From an optimization exercise on the open Yosys and OpenROAD flow, aimed at small area, a short achievable clock period and few clock cycles per item; shortcuts taken in it are not production practice. The RTL was checked by simulation tests, not by an equivalence proof against the original design. Power figures rest on the tool's default switching activity, not on a simulated workload.

Setup of rev 12:
Design pfe_xw, start of the top module:
module pfe_xw (
    input  wire         clk,
    input  wire         rst,
    input  wire         cmd_valid,
    output wire         cmd_ready,
    input  wire [1:0]   cmd_mode,      
    input  wire [31:0]  cmd_weight,    
    input  wire [7:0]   cmd_k,         
    input  wire [271:0] cmd_model,     
    input  wire [15:0]  cmd_len,       
    input  wire         s_valid,
    output wire         s_ready,
    input  wire [15:0]  s_value,
    input  wire [3:0]   s_flags,       
    input  wire         s_rok,         
    input  wire [2:0]   s_tap,         
    output reg          m_valid,
    input  wire         m_ready,
    output reg  [15:0]  m_value,
    output reg  [3:0]   m_flags,
    output reg          m_last
);
    reg         cmd_rdy;
    reg         s_rdy;
    reg         expect_s;      
    reg  [15:0] remain;        
    reg         cur_tag;       
    reg         s_v;           
    reg         iv;            
    assign cmd_ready = cmd_rdy;
    assign s_ready   = s_rdy;
    wire cmd_fire = cmd_valid && cmd_rdy;
    wire s_fire   = s_valid && s_rdy;
    wire adv      = !s_v;      
    reg [271:0] model;
    reg [7:0]   kk0, kk1;
    reg [31:0]  wt0, wt1;
    reg [1:0]   md0, md1;
    reg  model_en;      
    wire old_busy;      
    wire cfg_en = model_en && !old_busy;
    always @(posedge clk) begin
        if (model_en)
            model <= cmd_model;
        if (cfg_en) begin
            if (cur_tag) begin
                kk0 <= cmd_k;  wt0 <= cmd_weight;  md0 <= cmd_mode;
            end else begin
                kk1 <= cmd_k;  wt1 <= cmd_weight;  md1 <= cmd_mode;
            end
        end
    end
    reg [15:0] ix;
    reg [3:0]  ifl;
    reg        irok;
    reg [2:0]  itap;
    reg        ilast;
    wire i_load = !iv || adv;
    always @(posedge clk) begin
        if (i_load) begin
            ix    <= s_value;
            ifl   <= s_flags;
            irok  <= s_rok;
            itap  <= s_tap;
            ilast <= (remain == 16'd1);
        end
    end
    reg [15:0] px0, px1, px2, px3, px4, px5, px6;
    reg [2:0]  pt0, pt1, pt2, pt3, pt4, pt5, pt6;      
    reg [6:0]  pok;                                    
    reg [6:0]  ptg;                                    
  ...
Size: about 7600 cells after synthesis.
Settings: LEC_CHECK=0, CAP_MARGIN=20, CORE_MARGIN=2, CORE_UTILIZATION=55, CTS_BUF_LIST=sky130_fd_sc_hd__clkbuf_4 sky130_fd_sc_hd__clkbuf_8, CTS_CLUSTER_SIZE=24, PLACE_DENSITY=0.65, SLEW_MARGIN=20, BUFFER_PORTS_ARGS=-buffer_cell sky130_fd_sc_hd__buf_2; clock period 26.0 ns.
standard.sh (not shown) runs the stock make flow with config.mk's settings and CLKGATE_MAP_FILE= SYNTH_SCRIPT=/design/flow/synth_recipe.tcl, a recipe that flattens the netlist after the stock synthesis.
==> flow/flow/run.sh <==
#!/bin/bash
# The standard layout, with every input and output port buffered by a
# sky130_fd_sc_hd__buf_2 instead of the default port buffer cell.
set -euo pipefail
echo 'export BUFFER_PORTS_ARGS = -buffer_cell sky130_fd_sc_hd__buf_2' >> config.mk
bash standard.sh > standard.log 2>&1
Testbench counts of rev 12, summed over its fixed seeds: cycles 53,124, samples 52,260.
Input-level comparison between rev 13 and rev 12:
- CTS_CLUSTER_SIZE no longer set, was 24
- CTS_BUF_LIST no longer set, was sky130_fd_sc_hd__clkbuf_4 sky130_fd_sc_hd__clkbuf_8
## What came out
- In terms of maximum VDD drop, rev 12 and rev 13 differ only marginally.
- Rev 12 → rev 13: fraction of area in multi-input gates about even; setup slack after layout grew by 0.049 ns; overall power of the completed layout rose by 96 uW; internal power grew by 2.3%; total met2 wirelength after detailed routing -0.62%.
- Taking rev 12 as the reference, in rev 13 global routing met3 resource utilization now sits lower; portion of total power attributed to combinational logic now sits lower; number of maximum-capacitance constraint violations now sits at about the same level; final standard cell area without fillers now sits at about the same level.
- Looking at fraction of final layout cells with drive strength greater than 1 across rev 13 and rev 12, the one that comes out higher is rev 12.

Another version of the RTL of pfe_xw (not shown whole).
For scale: about 380 I/O pins, about 85,000 um2 of cells after synthesis.
export LEC_CHECK = 0
export CAP_MARGIN = 80
export CORE_MARGIN = 2
export CORE_UTILIZATION = 65
export PLACE_DENSITY = 0.72
export SLEW_MARGIN = 60
export BUFFER_PORTS_ARGS = -buffer_cell sky130_fd_sc_hd__buf_2
create_clock -name core_clock -period 26.0 [get_ports {clk}]
Scripts as last shown in full above: flow/flow/run.sh
Testbench counts at the start, summed over its fixed seeds: cycles 53,124, samples 52,260.
Edit:
- CAP_MARGIN: 80 -> 50
- SLEW_MARGIN: 60 -> 50
Die area does not change; hold slack is about the same; global-route usage came out lower by 0.71 points; utilization came out lower by 3.0 points; wire length came out lower slightly.

Setup of v6:
pfe_xw again, from the RTL that the note above started with.
Settings: LEC_CHECK=0, ABC_AREA=1, CAP_MARGIN=20, CORE_MARGIN=2, CORE_UTILIZATION=65, PLACE_DENSITY=0.72, SLEW_MARGIN=20, BUFFER_PORTS_ARGS=-buffer_cell sky130_fd_sc_hd__buf_2; clock period 26.0 ns.
Scripts as last shown in full above: flow/flow/run.sh
v6 completed end to end with timing, DRC and antenna clean.
Testbench counts of v6, summed over its fixed seeds: cycles 53,124, samples 52,260.
> inputs changed (v6 -> v7)
Settings: ABC_AREA removed (was 1).
## What came out
On switching portion of total power, the higher figure sits with v6, not v7. On sequential share of layout area: v7 sits above v6. Compared to v6, v7 has area growth from synthesis to layout 0.52 points higher. Going from v6 to v7, critical path data arrival time shrinks by 200 ps. Run comparison: v6 last element of the critical path w2_b[17]; v7 last element of the critical path d2_rq[17]. Summary of v7 over v6: width of the die saw a decrease, setup slack saw an increase, number of signal-net inverters in the final layout saw a decrease, number of different library cells in the post-synthesis netlist saw an increase.

[separate check: timing with driven ports]
The results above use ideal ports. As a check the final layouts listed here were re-extracted and re-timed, cells and wires unchanged.
Step 1 (the two cells are an assumption about what drives the block):
set clk [get_ports {clk}]
set_driving_cell -lib_cell sky130_fd_sc_hd__clkbuf_16 $clk
set_driving_cell -lib_cell sky130_fd_sc_hd__buf_2 [delete_from_list [all_inputs] $clk]
Step 2 moves the port delays by t, midway between the first and last clock arrival at a register: inputs arrive t later, outputs are due t later. That takes back most of the time a late clock gives input paths.
Three values: ideal ports, drivers, drivers and shift; two values: the first two.
| run | t (ns) | setup WS [ns] | clock arrival spread, ns |
|---|---|---|---|
| rev 12 | 1.030 | 19.161 / 19.161 / 19.161 | 0.122 / 0.122 |
| rev 13 | 0.848 | 19.211 / 19.211 / 19.186 | 0.085 / 0.084 |
| the first run of note 2 | 0.825 | 18.610 / 18.610 / 18.610 | 0.104 / 0.104 |
| the second run of note 2 | 0.821 | 19.361 / 19.361 / 19.361 | 0.093 / 0.094 |
| v6 | 0.861 | 19.137 / 19.137 / 19.137 | 0.091 / 0.091 |
| v7 | 0.828 | 19.288 / 19.288 / 19.288 | 0.098 / 0.098 |
After both steps every run listed still meets setup and hold. The setup slack of rev 13, which loses most, moves by 0.000 ns with the drivers and by -0.025 ns with both steps.
